From an optimization exercise on the open Yosys and OpenROAD flow, aimed at small area, a short achievable clock period and few clock cycles per item; shortcuts taken in it are not production practice.
The RTL was checked by simulation tests, not by an equivalence proof against the original design.
Power figures rest on the tool's default switching activity, not on a simulated workload.

==> flow/design.v, too long to show whole: its modules and the start of the top module <==
// module rs68_decoder: 1209 lines
// module idior_fec_rx: 1281 lines
module idior_fec_rx (
  input  wire        clk,
  input  wire        rst,           
  input  wire        in_valid,
  output wire        in_ready,
  input  wire [63:0] in_data,       
  output wire        out_valid,
  input  wire        out_ready,
  output reg  [63:0] out_data,      
  output wire        out_last,
  output reg  [1:0]  out_fix_even,  
  output reg         out_bad_even,  
  output reg  [1:0]  out_fix_odd,
  output reg         out_bad_odd,
  output reg         out_crc_ok
);
  // ...
==> flow/flow/run.sh <==
#!/bin/bash
# The standard layout (the standard.sh, unchanged synthesis), with the
# timing repair steps asked to leave a setup margin: the design is still laid
# out and signed off at the design's clock period, but the repair keeps
# improving the critical paths beyond what that period alone requires.
set -euo pipefail
export SETUP_SLACK_MARGIN=8.7
bash standard.sh finish > standard_flow.log 2>&1
==> flow/standard.sh <==
#!/bin/bash
# synth_recipe.tcl (not shown) runs the flow's synth.tcl, then flattens the netlist and writes it again
# the make line also repeats each setting of config.mk as NAME=value (left out here)
make -C /OpenROAD-flow-scripts/flow DESIGN_CONFIG=/design/flow/config.mk WORK_HOME=/design/flow/orfs CLKGATE_MAP_FILE= SYNTH_SCRIPT=/design/flow/synth_recipe.tcl "${@:-finish}"
==> flow/config.mk <==
export PLATFORM = sky130hd
export DESIGN_NAME = idior_fec_rx
export DESIGN_NICKNAME = idior_fec_rx
export VERILOG_FILES = /design/flow/design.v
export SDC_FILE = /design/flow/constraint.sdc
export NUM_CORES = 4
export LEC_CHECK = 0
export CAP_MARGIN = 20
export CORE_MARGIN = 2
export CORE_UTILIZATION = 65
export CTS_CLUSTER_DIAMETER = 66
export CTS_CLUSTER_SIZE = 32
export SLEW_MARGIN = 20
==> flow/constraint.sdc <==
create_clock -name core_clock -period 12.0 [get_ports {clk}]
set_input_delay 2.4000 -clock core_clock [delete_from_list [all_inputs] [get_ports {clk}]]
set_output_delay 2.4000 -clock core_clock [all_outputs]
set_load 0.01 [all_outputs]
==> metrics.md, run 1 <==
| Metric | Value |
|---|---|
| Cell Pwr Density | 270.5 nW/µm² |
| Clock power frac | 14.1% |
| Final wirelength | 356600 µm |
| Largest registers | slot (1408), out_data (64), pf (64) |
| Final period utilization | 31.35% |
| Outcome | complete, no violations |
| Worst r2r dst | pf[31] |
| Clock network power | 4430 µW |
| Peak supply drop | approximately 860 µV |
| Switching power | between 10000 and 15000 µW |
| R2R cell count | 6 |
| Input/output buffers | 141 |
| Setup Viol. Count Final | 0 |
| Max-slew headroom | a little under a fifth |
| Syn Area/Cell | 11.87 µm² |
| Sequential cell power | 9160 µW |
| Clock sinks | 2014 |
| Register area | 57410 µm² |
| Sequential cell area share | between 40% and 50% |
| Initial DRC count | between 10000 and 15000 |
| ClkCell Share | under 10% |
| Maximum clock rate | 265.8 MHz |
| Die width | about 400 µm |
| Hold endpoint | u_dec.c_s0[6] |
| Vias | 76490 |
| Compound-gate portion of the synthesized area | 11.89% |
| Most frequent cells in the layout | edfxtp_1 (1672), xnor2_1 (1204), nand2_1 (900) |
| Biggest Area Class | sequential cells |
| Most used flip-flop cell after synthesis | edfxtp_1 |
| Die Height | roughly 400 µm |
| Wirelength per Cell | 32.86 µm |
| Highest Signal Layer | met5 |
| GRT Total Usage | 43.55% |
| Final Net Count | between 8000 and 9000 |
| Worst-Skew Late Latency | 0.80 ns |
| Switching Fraction | 42.12% |
| Site row count | 144 |
| Reg power frac | 29.3% |
| # diodes | 12 |
| Setup crit end kind | output port |
| CP top delay family | flip-flops |
| Final Util | 75.02% |
| Syn Inst Count | 8513 |
| EDFF count, synth | 1672 |
Testbench counts, summed over its fixed seeds: cycles 6,720, items 384.
==> run 2: changes to the inputs <==
--- a/flow/design.v
+++ b/flow/design.v
@@ -3462,49 +3462,194 @@
         if (e_p2 == {1'b0, sym}) cdata[8*b +: 8] = cdata[8*b +: 8] ^ e_v2;
       end else begin
         if (o_p1 == {1'b0, sym}) cdata[8*b +: 8] = cdata[8*b +: 8] ^ o_v1;
         if (o_p2 == {1'b0, sym}) cdata[8*b +: 8] = cdata[8*b +: 8] ^ o_v2;
       end
     end
   end
   function automatic [31:0] crc32_beat(input [31:0] c, input [63:0] d);
+    reg [31:0] x;
+    reg [141:0] t;
     begin
-      crc32_beat[0] = ^(c & 32'h481b4e5a) ^ ^(d & 64'h04d101df481b4e5a);
-      crc32_beat[1] = ^(c & 32'h90369cb5) ^ ^(d & 64'h09a203be90369cb5);
-      crc32_beat[2] = ^(c & 32'h206d396b) ^ ^(d & 64'h1344077d206d396b);
-      crc32_beat[3] = ^(c & 32'h40da72d7) ^ ^(d & 64'h26880efa40da72d7);
-      crc32_beat[4] = ^(c & 32'h81b4e5af) ^ ^(d & 64'h4d101df481b4e5af);
-      crc32_beat[5] = ^(c & 32'h0369cb5e) ^ ^(d & 64'h9a203be90369cb5e);
-      crc32_beat[6] = ^(c & 32'h4ec8d8e6) ^ ^(d & 64'h3091760d4ec8d8e6);
-      crc32_beat[7] = ^(c & 32'h9d91b1cd) ^ ^(d & 64'h6122ec1a9d91b1cd);
-      crc32_beat[8] = ^(c & 32'h3b23639a) ^ ^(d & 64'hc245d8353b23639a);
-      crc32_beat[9] = ^(c & 32'h3e5d896e) ^ ^(d & 64'h805ab1b53e5d896e);
-      crc32_beat[10] = ^(c & 32'h34a05c86) ^ ^(d & 64'h046462b534a05c86);
-      crc32_beat[11] = ^(c & 32'h6940b90c) ^ ^(d & 64'h08c8c56a6940b90c);
-      crc32_beat[12] = ^(c & 32'hd2817218) ^ ^(d & 64'h11918ad4d2817218);
-      crc32_beat[13] = ^(c & 32'ha502e430) ^ ^(d & 64'h232315a9a502e430);
-      crc32_beat[14] = ^(c & 32'h4a05c860) ^ ^(d & 64'h46462b534a05c860);
-      crc32_beat[15] = ^(c & 32'h940b90c0) ^ ^(d & 64'h8c8c56a6940b90c0);
-      crc32_beat[16] = ^(c & 32'h600c6fda) ^ ^(d & 64'h1dc9ac92600c6fda);
-      crc32_beat[17] = ^(c & 32'hc018dfb5) ^ ^(d & 64'h3b935924c018dfb5);
-      crc32_beat[18] = ^(c & 32'h8031bf6a) ^ ^(d & 64'h7726b2498031bf6a);
-      crc32_beat[19] = ^(c & 32'h00637ed5) ^ ^(d & 64'hee4d649300637ed5);
-      crc32_beat[20] = ^(c & 32'h48ddb3f0) ^ ^(d & 64'hd84bc8f948ddb3f0);
-      crc32_beat[21] = ^(c & 32'hd9a029bb) ^ ^(d & 64'hb446902dd9a029bb);
-      crc32_beat[22] = ^(c & 32'hfb5b1d2c) ^ ^(d & 64'h6c5c2184fb5b1d2c);
-      crc32_beat[23] = ^(c & 32'hf6b63a59) ^ ^(d & 64'hd8b84309f6b63a59);
-      crc32_beat[24] = ^(c & 32'ha5773ae8) ^ ^(d & 64'hb5a187cca5773ae8);
-      crc32_beat[25] = ^(c & 32'h02f53b8a) ^ ^(d & 64'h6f920e4602f53b8a);
-      crc32_beat[26] = ^(c & 32'h05ea7715) ^ ^(d & 64'hdf241c8c05ea7715);
-      crc32_beat[27] = ^(c & 32'h43cfa071) ^ ^(d & 64'hba9938c743cfa071);
-      crc32_beat[28] = ^(c & 32'hcf840eb8) ^ ^(d & 64'h71e37051cf840eb8);
-      crc32_beat[29] = ^(c & 32'h9f081d70) ^ ^(d & 64'he3c6e0a39f081d70);
-      crc32_beat[30] = ^(c & 32'h760b74bb) ^ ^(d & 64'hc35cc098760b74bb);
-      crc32_beat[31] = ^(c & 32'ha40da72d) ^ ^(d & 64'h826880efa40da72d);
+      x = c ^ d[31:0];
+      t[0] = x[3] ^ x[13];
+      t[1] = x[4] ^ d[39];
+      t[2] = x[11] ^ d[32];
+      t[3] = x[6] ^ x[16];
+      t[4] = x[7] ^ x[12];
+      t[5] = d[36] ^ d[54];
+      t[6] = x[5] ^ x[15];
+      t[7] = x[8] ^ d[37];
+      t[8] = x[9] ^ d[38];
+      t[9] = x[19] ^ d[34];
+      t[10] = x[30] ^ d[55];
+      t[11] = x[10] ^ d[56];
+      t[12] = d[47] ^ t[0];
+      t[13] = x[1] ^ x[14];
+      t[14] = x[0] ^ d[35];
+      t[15] = d[45] ^ t[2];
+      t[16] = x[31] ^ d[61];
+      t[17] = x[17] ^ t[1];
+      t[18] = x[20] ^ d[40];
+      t[19] = x[2] ^ d[59];
+      t[20] = x[21] ^ d[41];
+      t[21] = x[22] ^ d[42];
+      t[22] = d[50] ^ d[57];
+      t[23] = x[23] ^ d[43];
+      t[24] = x[24] ^ d[44];
+      t[25] = x[25] ^ d[52];
+      t[26] = x[26] ^ d[46];
+      t[27] = d[48] ^ d[60];
+      t[28] = d[51] ^ d[63];
+      t[29] = d[33] ^ d[58];
+      t[30] = x[18] ^ t[6];
+      t[31] = x[27] ^ d[49];
+      t[32] = d[62] ^ t[22];
+      t[33] = t[3] ^ t[5];
+      t[34] = d[53] ^ t[20];
+      t[35] = t[10] ^ t[27];
+      t[36] = x[28] ^ t[26];
+      t[37] = x[29] ^ t[12];
+      t[38] = d[35] ^ t[8];
+      t[39] = x[13] ^ t[17];
+      t[40] = t[4] ^ t[21];
+      t[41] = t[11] ^ t[16];
+      t[42] = t[9] ^ t[18];
+      t[43] = x[11] ^ t[19];
+      t[44] = x[28] ^ d[34];
+      t[45] = x[12] ^ d[60];
+      t[46] = x[19] ^ t[13];
+      t[47] = x[20] ^ t[23];
+      t[48] = d[61] ^ t[40];
+      t[49] = x[7] ^ t[24];
+      t[50] = d[39] ^ d[58];
+      t[51] = t[7] ^ t[30];
+      t[52] = x[25] ^ t[15];
+      t[53] = d[63] ^ t[7];
+      t[54] = t[4] ^ t[36];
+      t[55] = t[25] ^ t[28];
+      t[56] = x[3] ^ t[42];
+      t[57] = x[27] ^ t[13];
+      t[58] = t[29] ^ t[33];
+      t[59] = x[31] ^ d[36];
+      t[60] = d[33] ^ t[14];
+      t[61] = t[18] ^ t[34];
+      t[62] = x[5] ^ x[18];
+      t[63] = d[38] ^ d[40];
+      t[64] = t[2] ^ t[14];
+      t[65] = d[57] ^ t[8];
+      t[66] = x[21] ^ t[19];
+      t[67] = d[34] ^ t[50];
+      t[68] = d[62] ^ t[0];
+      t[69] = x[15] ^ t[3];
+      t[70] = d[57] ^ t[24];
+      t[71] = x[2] ^ t[15];
+      t[72] = d[44] ^ t[6];
+      t[73] = x[8] ^ d[45];
+      t[74] = x[24] ^ t[16];
+      t[75] = d[62] ^ t[31];
+      t[76] = x[4] ^ x[9];
+      t[77] = x[12] ^ d[54];
+      t[78] = x[16] ^ t[25];
+      t[79] = x[26] ^ d[53];
+      t[80] = d[49] ^ t[41];
+      t[81] = x[14] ^ t[32];
+      t[82] = d[59] ^ t[29];
+      t[83] = x[5] ^ x[30];
+      t[84] = x[10] ^ d[48];
+      t[85] = d[37] ^ d[55];
+      t[86] = t[4] ^ t[43];
+      t[87] = t[11] ^ t[17];
+      t[88] = t[44] ^ t[59];
+      t[89] = x[1] ^ x[29];
+      t[90] = d[56] ^ t[20];
+      t[91] = t[7] ^ t[21];
+      t[92] = t[9] ^ t[45];
+      t[93] = t[33] ^ t[89];
+      t[94] = t[63] ^ t[91];
+      t[95] = x[2] ^ d[36];
+      t[96] = x[6] ^ d[41];
+      t[97] = d[51] ^ t[10];
+      t[98] = t[14] ^ t[46];
+      t[99] = t[47] ^ t[65];
+      t[100] = x[0] ^ d[38];
+      t[101] = d[42] ^ t[11];
+      t[102] = t[13] ^ t[67];
+      t[103] = t[23] ^ t[66];
+      t[104] = x[22] ^ t[1];
+      t[105] = d[40] ^ t[70];
+      t[106] = d[43] ^ t[46];
+      t[107] = d[60] ^ t[53];
+      t[108] = t[34] ^ t[38];
+      t[109] = x[23] ^ t[26];
+      t[110] = t[9] ^ t[35];
+      t[111] = d[42] ^ t[69];
+      t[112] = d[53] ^ t[75];
+      t[113] = d[56] ^ t[12];
+      t[114] = t[73] ^ t[74];
+      t[115] = x[16] ^ d[32];
+      t[116] = x[17] ^ t[76];
+      t[117] = x[21] ^ t[44];
+      t[118] = d[43] ^ d[46];
+      t[119] = t[5] ^ t[32];
+      t[120] = t[49] ^ t[117];
+      t[121] = x[22] ^ x[28];
+      t[122] = d[39] ^ d[44];
+      t[123] = d[47] ^ t[31];
+      t[124] = x[10] ^ x[29];
+      t[125] = x[23] ^ d[50];
+      t[126] = x[24] ^ d[33];
+      t[127] = x[27] ^ t[43];
+      t[128] = t[77] ^ t[126];
+      t[129] = x[14] ^ t[35];
+      t[130] = x[17] ^ d[50];
+      t[131] = x[31] ^ t[9];
+      t[132] = t[28] ^ t[131];
+      t[133] = x[6] ^ x[18];
+      t[134] = x[11] ^ t[82];
+      t[135] = t[5] ^ t[35];
+      t[136] = x[1] ^ x[8];
+      t[137] = d[58] ^ t[12];
+      t[138] = x[9] ^ t[81];
+      t[139] = d[46] ^ t[28];
+      t[140] = d[32] ^ d[59];
+      t[141] = t[27] ^ t[38];
+      crc32_beat[0] = d[52] ^ t[84] ^ t[2] ^ t[10] ^ t[17] ^ t[38] ^ t[57] ^ t[56] ^ t[58];
+      crc32_beat[1] = d[49] ^ t[85] ^ t[88] ^ t[30] ^ t[60] ^ t[86] ^ t[87] ^ t[61];
+      crc32_beat[2] = t[22] ^ t[0] ^ t[62] ^ t[64] ^ t[90] ^ t[92] ^ t[93] ^ t[94];
+      crc32_beat[3] = d[37] ^ t[29] ^ t[95] ^ t[96] ^ t[97] ^ t[98] ^ t[99] ^ t[39] ^ t[48];
+      crc32_beat[4] = d[52] ^ t[100] ^ t[18] ^ t[59] ^ t[68] ^ t[102] ^ t[101] ^ t[49] ^ t[103] ^ t[51];
+      crc32_beat[5] = x[3] ^ t[19] ^ t[69] ^ t[104] ^ t[105] ^ t[107] ^ t[106] ^ t[108] ^ t[52];
+      crc32_beat[6] = d[35] ^ t[96] ^ t[25] ^ t[72] ^ t[109] ^ t[57] ^ t[71] ^ t[110] ^ t[48];
+      crc32_beat[7] = t[95] ^ t[47] ^ t[60] ^ t[111] ^ t[112] ^ t[113] ^ t[114] ^ t[54];
+      crc32_beat[8] = d[48] ^ x[25] ^ t[118] ^ t[115] ^ t[116] ^ t[119] ^ t[53] ^ t[57] ^ t[120] ^ t[37];
+      crc32_beat[9] = x[26] ^ t[122] ^ t[121] ^ t[123] ^ t[55] ^ t[71] ^ t[93] ^ t[51] ^ t[56];
+      crc32_beat[10] = d[37] ^ t[5] ^ t[124] ^ t[125] ^ t[102] ^ t[34] ^ t[71] ^ t[54];
+      crc32_beat[11] = d[35] ^ d[46] ^ x[15] ^ t[97] ^ t[128] ^ t[94] ^ t[127] ^ t[37];
+      crc32_beat[12] = d[41] ^ x[12] ^ t[1] ^ t[8] ^ t[23] ^ t[78] ^ t[88] ^ t[113] ^ t[129];
+      crc32_beat[13] = d[32] ^ d[35] ^ d[37] ^ d[42] ^ d[48] ^ x[14] ^ x[29] ^ t[79] ^ t[6] ^ t[80] ^ t[105] ^ t[39];
+      crc32_beat[14] = d[41] ^ d[43] ^ x[30] ^ t[63] ^ t[31] ^ t[81] ^ t[30] ^ t[52] ^ t[58];
+      crc32_beat[15] = d[41] ^ t[85] ^ t[122] ^ t[82] ^ t[130] ^ t[111] ^ t[132] ^ t[54];
+      crc32_beat[16] = d[51] ^ x[7] ^ x[9] ^ t[73] ^ t[1] ^ t[133] ^ t[101] ^ t[134] ^ t[106] ^ t[135] ^ t[37];
+      crc32_beat[17] = d[52] ^ d[57] ^ x[0] ^ t[118] ^ t[76] ^ t[7] ^ t[72] ^ t[42] ^ t[80] ^ t[86] ^ t[129];
+      crc32_beat[18] = x[20] ^ t[3] ^ t[136] ^ t[32] ^ t[45] ^ t[72] ^ t[15] ^ t[80] ^ t[108] ^ t[137];
+      crc32_beat[19] = x[0] ^ t[84] ^ t[139] ^ t[66] ^ t[15] ^ t[138] ^ t[39] ^ t[48] ^ t[58];
+      crc32_beat[20] = d[47] ^ x[13] ^ x[19] ^ x[30] ^ t[140] ^ t[4] ^ t[139] ^ t[75] ^ t[104] ^ t[33] ^ t[47] ^ t[141] ^ t[51];
+      crc32_beat[21] = d[54] ^ x[1] ^ x[4] ^ t[83] ^ t[125] ^ t[16] ^ t[31] ^ t[64] ^ t[107] ^ t[120] ^ t[137];
+      crc32_beat[22] = d[51] ^ d[62] ^ t[50] ^ t[77] ^ t[83] ^ t[121] ^ t[124] ^ t[130] ^ t[78] ^ t[114] ^ t[127] ^ t[56];
+      crc32_beat[23] = d[59] ^ x[23] ^ x[29] ^ x[31] ^ t[133] ^ t[10] ^ t[45] ^ t[64] ^ t[68] ^ t[116] ^ t[36] ^ t[55] ^ t[61];
+      crc32_beat[24] = d[55] ^ d[56] ^ d[63] ^ x[11] ^ x[17] ^ x[26] ^ t[67] ^ t[3] ^ t[62] ^ t[74] ^ t[40] ^ t[141] ^ t[37] ^ t[61];
+      crc32_beat[25] = d[34] ^ d[49] ^ d[55] ^ x[18] ^ t[136] ^ t[68] ^ t[78] ^ t[90] ^ t[134] ^ t[99] ^ t[48];
+      crc32_beat[26] = d[58] ^ d[63] ^ x[8] ^ t[79] ^ t[11] ^ t[14] ^ t[21] ^ t[24] ^ t[92] ^ t[103] ^ t[138] ^ t[39];
+      crc32_beat[27] = d[33] ^ d[45] ^ d[61] ^ x[22] ^ t[140] ^ t[100] ^ t[3] ^ t[23] ^ t[70] ^ t[30] ^ t[55] ^ t[110] ^ t[39];
+      crc32_beat[28] = x[3] ^ x[4] ^ t[8] ^ t[62] ^ t[109] ^ t[41] ^ t[49] ^ t[112] ^ t[135] ^ t[52];
+      crc32_beat[29] = d[55] ^ x[5] ^ x[6] ^ x[19] ^ t[1] ^ t[32] ^ t[123] ^ t[128] ^ t[36] ^ t[41] ^ t[53] ^ t[52];
+      crc32_beat[30] = x[16] ^ t[83] ^ t[119] ^ t[55] ^ t[87] ^ t[98] ^ t[37] ^ t[54];
+      crc32_beat[31] = d[39] ^ d[54] ^ x[2] ^ x[10] ^ t[79] ^ t[115] ^ t[65] ^ t[60] ^ t[132] ^ t[37] ^ t[51];
     end
   endfunction
   reg  [31:0] crc;
   wire [31:0] crc_n = crc32_beat(crc, out_data);
   always @(posedge clk) begin
     if (rst)
       crc <= 32'hffffffff;
     else if (cv)
==> flow/flow/run.sh (replaced) <==
#!/bin/bash
# The standard layout (the standard.sh, unchanged synthesis), with the
# timing repair steps asked to leave a setup margin: the design is still laid
# out and signed off at the design's clock period, but the repair keeps
# improving the critical paths beyond what that period alone requires.
set -euo pipefail
export SETUP_SLACK_MARGIN=8.5
bash standard.sh finish > standard_flow.log 2>&1
==> flow/config.mk (replaced) <==
export PLATFORM = sky130hd
export DESIGN_NAME = idior_fec_rx
export DESIGN_NICKNAME = idior_fec_rx
export VERILOG_FILES = /design/flow/design.v
export SDC_FILE = /design/flow/constraint.sdc
export NUM_CORES = 4
export LEC_CHECK = 0
export CAP_MARGIN = 20
export CORE_MARGIN = 2
export CORE_UTILIZATION = 75
export CTS_CLUSTER_DIAMETER = 60
export CTS_CLUSTER_SIZE = 30
export SLEW_MARGIN = 20
==> run 2 against run 1 <==
  * The flow now stops in global routing (5_1_grt)
  * Synthesized cell count is 1.6% lower
  * Synthesized area is 1.3% lower
==> metrics.md, run 2 <==
| Metric | Value |
|---|---|
| RD Place Congestion | 1.057 (was 0.9958) |
| Cell Area, Placed | 103700 µm² (was 105300 µm²) |
| Cell taking the most area after synthesis | edfxtp_1 (unchanged) |
| Synth top area share | 50.33% (was 49.69%) |
| Sequential-to-total area share from yosys stat | 57.19% (was 56.46%) |
| CTS max path bufs | 3 (unchanged) |
| Syn Inst Count | 8380 (was 8513) |
| Grt repair worst endpoint | out_data[47] |
| GRT overflow | 343 |
| Post-synthesis cell area | 99760 µm² (was 101000 µm²) |
| TritonCTS Buffers | 114 (was 106) |
| CTS Root Cell | clkbuf_16 (unchanged) |
| Syn. warnings | 3 (unchanged) |
| Most used flip-flop cell after synthesis | edfxtp_1 (unchanged) |
| Most frequent cell after synthesis | edfxtp_1 (unchanged) |
| Syn Nets | 8507 (was 8640) |
| Stop Error | [ERROR GRT-0232] Routing congestion too high. Check the congestion heatmap in the GUI. |
| CTS Hold Buffers Added | 0 (unchanged) |
| GRT Total Usage | 83.65% |
| H-Tree Depth | 3 (unchanged) |
| Post-synth top cells | edfxtp_1 (1672), xnor2_1 (1307), nand2_1 (906) (was edfxtp_1 (1672), xnor2_1 (1313), nand2_1 (915)) |
| Site row count | 133 (was 144) |
| Outcome | did not finish (was complete, no violations) |
| Post-DP HPWL | 207400 µm (was 207900 µm) |
| Largest cells by area after synthesis | edfxtp_1 (50%), xnor2_1 (11%), dfxtp_1 (6.9%) (was edfxtp_1 (50%), xnor2_1 (11%), dfxtp_1 (6.8%)) |
| Input/output buffers | 141 (unchanged) |
| Largest net degree at the start of global routing | 94 |
| Halt Stage | global routing (5_1_grt) |
| Die width | 368.7 µm (was 398.3 µm) |
| Die Height | 368.7 µm (was 398.3 µm) |
| Clock sinks | 2014 (unchanged) |
| Starting Density | 75.69% (was 65.52%) |
| Async SR Flop Fraction | 0% (unchanged) |
| Worst endpoint type | primary output |
| Syn Area/Cell | 11.90 µm² (was 11.87 µm²) |
| Synth cell types | 91 (was 97) |
| EDFF count, synth | 1672 (unchanged) |
| Yosys reg bits | 2014 (unchanged) |
| Top Ports | 142 (unchanged) |
## run 2: kinds of logic after synthesis
| kind of cell | after synthesis | synth area share [%] |
|---|---|---|
| buf+inv | 667 | 2.532 |
| mux | 97 | 1.184 |
| simple gates | 2073 | 9.116 |
| flops | 2014 | 57.19 |
| fa+ha+maj | 59 | 0.7400 |
| xor+xnor | 1767 | 17.34 |
| compound gates | 1703 | 11.90 |
## run 2: power by group through the flow
stage | combinational [µW] | sequential [µW] | clock [µW]
2_1_floorplan | 12400 | 8710 | 0
3_3_place_gp | 15100 | 9310 | 0
3_5_place_dp | 15500 | 9330 | 0
4_1_cts | 16200 | 9180 | 4670
## run 2: worst min-delay path by stage
stage                             start       endpoint  slack [ns]  cells after the start
after floorplan           u_dec.a_szero  u_dec.b_szero        0.31                      0
after global placement    u_dec.b_s0[2]  u_dec.c_s0[2]        0.31                      0
after detailed placement  u_dec.b_s0[5]  u_dec.c_s0[5]        0.31                      0
after CTS                 u_dec.b_s0[6]  u_dec.c_s0[6]        0.33                      0
## run 2: metrics by stage
step                      utilization (%)  total power [µW]  setup WS, ns  cells
after floorplan                         -             21090         6.998   8380
after global placement              78.65             24450         6.204   9912
after detailed placement            78.66             24830         6.109   9913
after CTS                           84.92             30030         8.237  10296
## run 2: what timing repair did
item                                    4_1_cts
pin swaps                                    55
resized for setup                          1005
gates cloned                                 32
buffers inserted                            144
endpoints found under the hold margin         0
endpoints found under the setup margin      339
## run 2: routing by layer
layer  GRT overflow  global-route usage (%)
met2            110                   93.74
met4            132                   76.81
met1             50                   84.80
met3             46                   76.67
met5              5                   55.27
Testbench counts of run 2, summed over its fixed seeds: cycles 6,720, items 384.
==> run 3: changes to the inputs <==
--- a/flow/flow/run.sh
+++ b/flow/flow/run.sh
@@ -4,5 +4,5 @@
 # out and signed off at the design's clock period, but the repair keeps
 # improving the critical paths beyond what that period alone requires.
 set -euo pipefail
-export SETUP_SLACK_MARGIN=8.5
+export SETUP_SLACK_MARGIN=8.3
 bash standard.sh finish > standard_flow.log 2>&1
--- a/flow/config.mk
+++ b/flow/config.mk
@@ -7,7 +7,7 @@
 export LEC_CHECK = 0
 export CAP_MARGIN = 20
 export CORE_MARGIN = 2
-export CORE_UTILIZATION = 75
+export CORE_UTILIZATION = 65
 export CTS_CLUSTER_DIAMETER = 60
 export CTS_CLUSTER_SIZE = 30
 export SLEW_MARGIN = 20
==> run 3 against run 2 <==
  * Now clean on timing, DRC and antenna
  * Synthesized cell count did not move
  * Synthesized area did not move
==> metrics.md, run 3 <==
| Metric | Value |
|---|---|
| Most used flip-flop cell after synthesis | edfxtp_1 (unchanged) |
| Crit path time final | 3.770 ns |
| Cell Pwr Density | 271.4 nW/µm² |
| Area of the core | 152100 µm² |
| Post-DP HPWL | 198900 µm (was 207400 µm) |
| Outcome | complete, no violations (was did not finish) |
| Die Area | 156600 µm² |
| Final ANT Viol Nets | 0 |
| Slew @ Worst Pin | roughly 1.2 ns |
| Fin cells | 10592 |
| Max stage delay on crit path | 0.43 ns |
| Cell Area, Placed | 104000 µm² (was 103700 µm²) |
| Top Ports | 142 (unchanged) |
| Vias per inst | 6.902 |
| Synth top area share | 50.33% (unchanged) |
| Hold slack | roughly 0.33 ns |
| Worst r2r dst | out_crc_ok |
| Max-slew headroom | around 17% |
| Clock Skew | about 0.095 ns |
| Final Util | ~74% |
| Worst endpoint required time | roughly 9.6 ns |
| Max cap viols | 0 |
| Setup TNS | 0 ns |
| Post-synthesis cell area | 99760 µm² (unchanged) |
| Synth cell types | 91 (unchanged) |
| Die Height | 395.8 µm (was 368.7 µm) |
| Peak supply drop | 804.6 µV |
| Sequential-to-total area share from yosys stat | 57.19% (unchanged) |
| Clock sinks | 2014 (unchanged) |
| Hold Vio Cnt, Final | 0 |
| Initial DRC count | 12107 |
| Worst-path clk slew | 0.10 ns |
| Final period utilization | 31.42% |
| Stages on the worst setup path | 1 |
| Die width | 395.8 µm (was 368.7 µm) |
| Fill cell count | approximately 10000 |
| Max-slew violation count | 0 |
| Setup crit end kind | output port |
| Post-synth top cells | edfxtp_1 (1672), xnor2_1 (1307), nand2_1 (906) (unchanged) |
| Hold endpoint | u_dec.c_s0[3] |
| Yosys reg bits | 2014 (unchanged) |
| Site row count | 143 (was 133) |
| Setup Viol. Count Final | 0 |
| CP top delay family | flip-flops |
| Hold Path Class | register to register |
| Register area | roughly 57000 µm² |
| Syn Inst Count | 8380 (unchanged) |
| Hold Path Depth | 0 |
| Most frequent cells in the layout | edfxtp_1 (1672), xnor2_1 (1234), nand2_1 (904) |
| Largest registers | slot (1408), out_data (64), pf (64) |
| Syn Area/Cell | 11.90 µm² (unchanged) |
| WS Path Type | register to output port |
| Largest net degree at the start of global routing | 103 |
| Startpoint types | register |
| Critical path buffers and inverters | 1 |
| GRT Total Usage | a little over two fifths |
| H-Tree Depth | 3 (unchanged) |
| Most frequent cell after synthesis | edfxtp_1 (unchanged) |
| Commonest non-fill, non-tap cell in the layout | edfxtp_1 |
| RSZ-0062 raised after global routing | true |
| Worst path slowest cell | dfxtp_4 |
| CTS max path bufs | 3 (unchanged) |
| FF-to-FF setup slack | 8.24 ns |
| Crit path max fanout | 2 |
| Largest cells by area after synthesis | edfxtp_1 (50%), xnor2_1 (11%), dfxtp_1 (6.9%) (unchanged) |
| Worst r2r src | out_data[55] |
| 1st-pass router iterations | 6 |
| Syn Nets | 8507 (unchanged) |
| Pleak | 0.03760 µW |
| Async SR Flop Fraction | 0% (unchanged) |
| RD Place Congestion | 1.016 (was 1.057) |
| Final wirelength | 334800 µm |
| TritonCTS Buffers | 119 (was 114) |
| Post-Place Cells | 10200 (was 9913) |
| Global-route wire length before repair | between 400000 and 500000 µm |
| Top reg by flops | slot |
| Critical Path AT | 1.37 ns |
| CTS Root Cell | clkbuf_16 (unchanged) |
| Cell taking the most area after synthesis | edfxtp_1 (unchanged) |
| Layout area overhead | 12.15% |
| Vias in the first global route | 68317 |
| CP Cell Sequence | buf_6 |
| Layout cells sized above 1 | 12.97% |
| Syn. warnings | 3 (unchanged) |
| Initial antenna violation count | 23 |
| Final Net Count | 8578 |
| Starting Density | 65.59% (was 75.69%) |
| DRC violations left | 0 |
| Max FFs per register | approximately 1400 |
| Vias | around 73000 |
| Maximum clock rate | 265.2 MHz |
| R2R cell count | 10 |
| Input/output buffers | 141 (unchanged) |
| Wirelength per Cell | 31.60 µm |
| Final Instance Area | around 110000 µm² |
| EDFF count, synth | 1672 (unchanged) |
| Footprint of the multi-input gates | 41740 µm² |
| GRT overflow | 0 |
| Worst-Skew Late Latency | 0.83 ns |
| CTS tree | built |
| HP Start | u_dec.b_s0[3] |
## run 3: cell counts after synthesis
Identical to the previous run, type by type.
## run 3: how the worst max path moves through the flow
stage,start,end
2_1_floorplan,in_valid,cnt[3]
3_3_place_gp,out_ready,cnt[2]
3_5_place_dp,out_ready,nempty
4_1_cts,out_data[55],out_data[55]
5_1_grt,out_data[33],out_data[33]
6_report,out_data[39],out_data[39]
## run 3: through the flow
step / total power (µW) / setup slack, ns
5_1_grt: 31850 / 8.214
3_3_place_gp: 24770 / 5.797
4_1_cts: 29850 / 8.212
2_1_floorplan: 21080 / 6.998
6_report: 30370 / 8.230
3_5_place_dp: 24950 / 5.773
## run 3: cells by family after synthesis
family,share of synthesized area [%]
xor gates and xnor gates,17.34
and+or+nand+nor,9.116
muxes,1.184
buffers and inverters,2.532
adders and majority gates,0.7400
DFF,57.19
AOI/OAI and AO/OA,11.90
## run 3: repair_timing
item                                    in CTS  in global routing
endpoints found under the setup margin     300                141
buffers inserted                            93                 36
pin swaps                                   35                 23
hold buffers                                 0                  0
resized for setup                          744                136
cloned                                      21                  8
## run 3: power breakdown
part,switching [µW],internal (µW),total [µW]
logic,9200,7180,16400
registers,801,8360,9160
clock network,2660,2160,4820
total,12700,17700,30400
## run 3: final cells by class
| class | instances | share of cell area, % |
|---|---|---|
| sequential | 2014 | 51.34 |
| multi-input combinational | 5701 | 37.31 |
| clock inverter | 103 | 1.311 |
| clock buffer | 124 | 2.736 |
| inverter | 92 | 0.3657 |
| timing repair buffer | 519 | 4.628 |
| timing repair inverter | 4 | 0.02796 |
| antenna | 5 | 0.01118 |
| tap | 2030 | 2.270 |
## run 3: layer usage
metal | global-route usage, % | wire length [µm]
met1 | 56.56 | 119000
met2 | 63.26 | 147700
met3 | 11.02 | 48300
met4 | 19.67 | 19620
met5 | 0 | 150
==> run 4: changes to the inputs <==
--- a/flow/flow/run.sh
+++ b/flow/flow/run.sh
@@ -4,5 +4,5 @@
 # out and signed off at the design's clock period, but the repair keeps
 # improving the critical paths beyond what that period alone requires.
 set -euo pipefail
-export SETUP_SLACK_MARGIN=8.3
+export SETUP_SLACK_MARGIN=8.5
 bash standard.sh finish > standard_flow.log 2>&1
--- a/flow/config.mk
+++ b/flow/config.mk
@@ -8,6 +8,6 @@
 export CAP_MARGIN = 20
 export CORE_MARGIN = 2
 export CORE_UTILIZATION = 65
-export CTS_CLUSTER_DIAMETER = 60
-export CTS_CLUSTER_SIZE = 30
+export CTS_CLUSTER_DIAMETER = 70
+export CTS_CLUSTER_SIZE = 34
 export SLEW_MARGIN = 20
==> run 4 against run 3 <==
  * Non-clock buffer count increased by 92
  * Critical path type unchanged
  * Via count increased by 1.1%
  * Critical path depth increased by 1
  * Worst setup slack got worse by 0.022 ns
==> metrics.md, run 4 <==
| Metric | Value |
|---|---|
| Starting Density | 65.59% (unchanged) |
| Sequential-to-total area share from yosys stat | 57.19% (unchanged) |
| Setup crit end kind | output port (unchanged) |
| Top reg by flops | slot (unchanged) |
| RD Place Congestion | 0.9772 (was 1.016) |
| Layout cells sized above 1 | 15.07% (was 12.97%) |
| Max FFs per register | 1408 (unchanged) |
| Hold Path Depth | 0 (unchanged) |
| Vias | 73884 (was 73108) |
| Most used flip-flop cell after synthesis | edfxtp_1 (unchanged) |
| Post-synthesis cell area | 99760 µm² (unchanged) |
| Multiplexer share of the synthesized area | 1.184% (unchanged) |
| Clock Skew | 0.08942 ns (was 0.09487 ns) |
| Crit path max fanout | 2 (unchanged) |
| EDFF count, synth | 1672 (unchanged) |
| DRC violations left | 0 (unchanged) |
| Worst path slowest cell | dfxtp_2 (was dfxtp_4) |
| Setup Viol. Count Final | 0 (unchanged) |
| Most frequent cells in the layout | edfxtp_1 (1672), xnor2_1 (1202), nand2_1 (903) (was edfxtp_1 (1672), xnor2_1 (1234), nand2_1 (904)) |
| Worst-Skew Late Latency | 0.82 ns (was 0.83 ns) |
| Crit path top cell by count | buf_6 |
| Die Height | 395.8 µm (unchanged) |
| Vias per inst | 6.932 (was 6.902) |
| Max stage delay on crit path | 0.33 ns (was 0.43 ns) |
| Setup TNS | 0 ns (unchanged) |
| HP Start | u_dec.b_det0 (was u_dec.b_s0[3]) |
| XOR/XNOR share of the synthesized area | 17.34% (unchanged) |
| Max cap viols | 0 (unchanged) |
| Slew @ Worst Pin | 1.237 ns (was 1.242 ns) |
| Final period utilization | 31.60% (was 31.42%) |
| Site row count | 143 (unchanged) |
| Pleak | 0.03824 µW (was 0.03760 µW) |
| Pint | 17640 µW (was 17710 µW) |
| Wirelength per Cell | 31.91 µm (was 31.60 µm) |
| CTS max path bufs | 3 (unchanged) |
| GRT overflow | 0 (unchanged) |
| Critical Path AT | 1.39 ns (was 1.37 ns) |
| Post-Synth Adder-Cell Area | 0.7400% (unchanged) |
| Simple-gate share of the synthesized area | 9.116% (unchanged) |
| Outcome | complete, no violations (unchanged) |
| Die width | 395.8 µm (unchanged) |
| Async SR Flop Fraction | 0% (unchanged) |
| Largest family of logic cells by synthesized area | XOR/XNOR gates (unchanged) |
| Yosys reg bits | 2014 (unchanged) |
| Area of the core | 152100 µm² (unchanged) |
| Layout area overhead | 13.78% (was 12.15%) |
| Syn. warnings | 3 (unchanged) |
| Most frequent cell after synthesis | edfxtp_1 (unchanged) |
| Synth cell types | 91 (unchanged) |
| Synth top area share | 50.33% (unchanged) |
| TritonCTS Buffers | 105 (was 119) |
| 1st-pass router iterations | 7 (was 6) |
| Clock sinks | 2014 (unchanged) |
| Initial DRC count | 11858 (was 12107) |
| Syn Area/Cell | 11.90 µm² (unchanged) |
| Cell taking the most area after synthesis | edfxtp_1 (unchanged) |
| Largest cells by area after synthesis | edfxtp_1 (50%), xnor2_1 (11%), dfxtp_1 (6.9%) (unchanged) |
| Input/output buffers | 141 (unchanged) |
| Post-DP HPWL | 200400 µm (was 198900 µm) |
| Die Area | 156600 µm² (unchanged) |
| RSZ-0062 raised after global routing | true (unchanged) |
| Crit path time final | 3.792 ns (was 3.770 ns) |
| Clock power frac | 15.0% (was 15.9%) |
| Gate power share | 54.9% (was 53.9%) |
| CTS Hold Buffers Added | 0 (unchanged) |
| Global-route wire length before repair | 482100 µm (was 477500 µm) |
| Reg power frac | 30.1% (was 30.2%) |
| Startpoint types | register (unchanged) |
| CTS tree | built (unchanged) |
| FF-to-FF setup slack | 8.50 ns (was 8.24 ns) |
| Syn Nets | 8507 (unchanged) |
| Post-synth top cells | edfxtp_1 (1672), xnor2_1 (1307), nand2_1 (906) (unchanged) |
| Switching Fraction | 41.54% (was 41.69%) |
| Worst-path clk slew | 0.10 ns (about the same) |
| Hold endpoint | u_dec.c_det0 (was u_dec.c_s0[3]) |
| Worst r2r dst | out_crc_ok (unchanged) |
| Commonest non-fill, non-tap cell in the layout | edfxtp_1 (unchanged) |
| Hold Path Class | register to register (unchanged) |
| Vias in the first global route | 69882 (was 68317) |
| Worst endpoint required time | 9.60 ns (about the same) |
| Compound-gate portion of the synthesized area | 11.90% (unchanged) |
| Peak supply drop | 773.7 µV (was 804.6 µV) |
| Top Ports | 142 (unchanged) |
| Final wirelength | 340000 µm (was 334800 µm) |
| Largest registers | slot (1408), out_data (64), pf (64) (unchanged) |
| CP Launch Point | out_data[34] (was out_data[39]) |
| Hold slack | 0.3305 ns (was 0.3264 ns) |
| Initial antenna violation count | 24 (was 23) |
| Worst r2r src | out_data[33] (was out_data[55]) |
| Fill cell count | 9701 (was 9993) |
| Final ANT Viol Nets | 0 (unchanged) |
| WS Path Type | register to output port (unchanged) |
| Maximum clock rate | 263.7 MHz (was 265.2 MHz) |
| Switching power | 12530 µW (was 12660 µW) |
| CP Cell Sequence | buf_6, buf_6 (was buf_6) |
| Final Net Count | 8657 (was 8578) |
| Cell Pwr Density | 265.8 nW/µm² (was 271.4 nW/µm²) |
| GRT Total Usage | 42.15% (was 41.76%) |
| R2R cell count | 9 (was 10) |
| Largest net degree at the start of global routing | 99 (was 103) |
| Max-slew violation count | 0 (unchanged) |
| H-Tree Depth | 3 (unchanged) |
| Max-slew headroom | 17.36% (was 17.17%) |
| Hold Vio Cnt, Final | 0 (unchanged) |
| Syn Inst Count | 8380 (unchanged) |
| CTS Root Cell | clkbuf_16 (unchanged) |
-- run 4: cell counts after synthesis --
Identical to the previous run, type by type.
-- run 4: worst max path at each step --
stage,endpoint,slack (ns)
2_1_floorplan,cnt[3],7.00
4_1_cts,out_data[34],8.20
3_3_place_gp,cnt[4],6.21
3_5_place_dp,cnt[4],6.20
5_1_grt,out_data[34],8.19
6_report,out_data[34],8.21
-- run 4: final cells by class --
cell class	instances	area, µm²	share of cell area, %
repair inverters	5	42.54	0.03748
flip-flops and latches	2014	57410	50.58
diodes	8	20.02	0.01764
multi-input cells	5701	42580	37.52
well taps	2030	2540	2.238
inverters	92	420.4	0.3704
clock buffers	111	2703	2.381
clock inverters	86	1338	1.178
repair buffers	611	6447	5.681
-- run 4: power groups by stage --
stage / Combinational (µW) / Clock [µW] / Sequential [µW]
CTS: 16100 / 4510 / 9050
global route: 17800 / 4760 / 9120
global placement: 15500 / 0 / 9220
detailed placement: 15700 / 0 / 9230
finish: 16500 / 4530 / 9080
floorplan: 12400 / 0 / 8710
-- run 4: what timing repair did --
item / in CTS / in global routing
hold endpoints to repair: 0 / 0
buffers inserted: 115 / 87
endpoints found under the setup margin: 405 / 184
gates resized for setup: 896 / 200
cloned: 31 / 9
pin swaps: 49 / 82
-- run 4: critical path: cells and delay by family, from the launching register on --
| family | cells | cell delay (ns) |
|---|---|---|
| flops | 1 | 0.33 |
| buf+inv | 2 | 0.24 |
-- run 4: cell families after synthesis --
family                     count (synthesis)
muxes                                     97
and+or+nand+nor                         2073
AOI/OAI and AO/OA                       1703
buffers and inverters                    667
adders and majority gates                 59
xor gates and xnor gates                1767
DFF                                     2014
-- run 4: metal layers --
layer  wire [µm]  vias up  global-route usage [%]
met5         172        -                       0
met4       18550       26                   18.45
met3       50820     1196                   12.59
met2      151900     6064                   64.54
met1      118600    35825                   56.05
li1            -    30773                       -
-- run 4: stage by stage --
step	utilization (%)	power [µW]	worst slack, ns	instance area [µm²]	cells
floorplan	-	21090	6.998	100500	8380
global placement	68.48	24760	6.206	104200	10205
detailed placement	68.55	24940	6.203	104300	10209
CTS	73.49	29690	8.203	111800	10552
global route	74.62	31640	8.193	113500	10652
finish	74.63	30170	8.208	113500	10658

what the ideal ports hide:
The flow's constraints put no driver on any port. The routed layouts listed below were extracted and timed again, unchanged, in two steps.
Step 1 assumes that a clkbuf_16 drives the clock port and a buf_2 every other input.
Step 2 times the ports against the registers' clock, not the clock port: input delays grow and output delays shrink by t, the midpoint of the rising clock arrivals with the driver on.
Slacks: no drivers / after step 1 / after step 2; pairs: no drivers / after step 1.
| run | shift t [ns] | setup WS [ns] | worst setup path after step 2 | clock arrival spread, ns | worst slew at a driven data input, ns |
|---|---|---|---|---|---|
| run 1 | 0.848 | 8.238 / 8.146 / 7.672 | input to register | 0.092 / 0.092 | 0.17 |
| run 3 | 0.863 | 8.230 / 8.142 / 7.468 | input to register | 0.105 / 0.104 | 0.14 |
| run 4 | 0.867 | 8.208 / 8.119 / 7.689 | input to register | 0.104 / 0.104 | 0.16 |
After both steps every run listed still meets setup and hold. The setup slack of run 3, which loses most, moves by -0.088 ns with the drivers and by -0.762 ns with both steps.
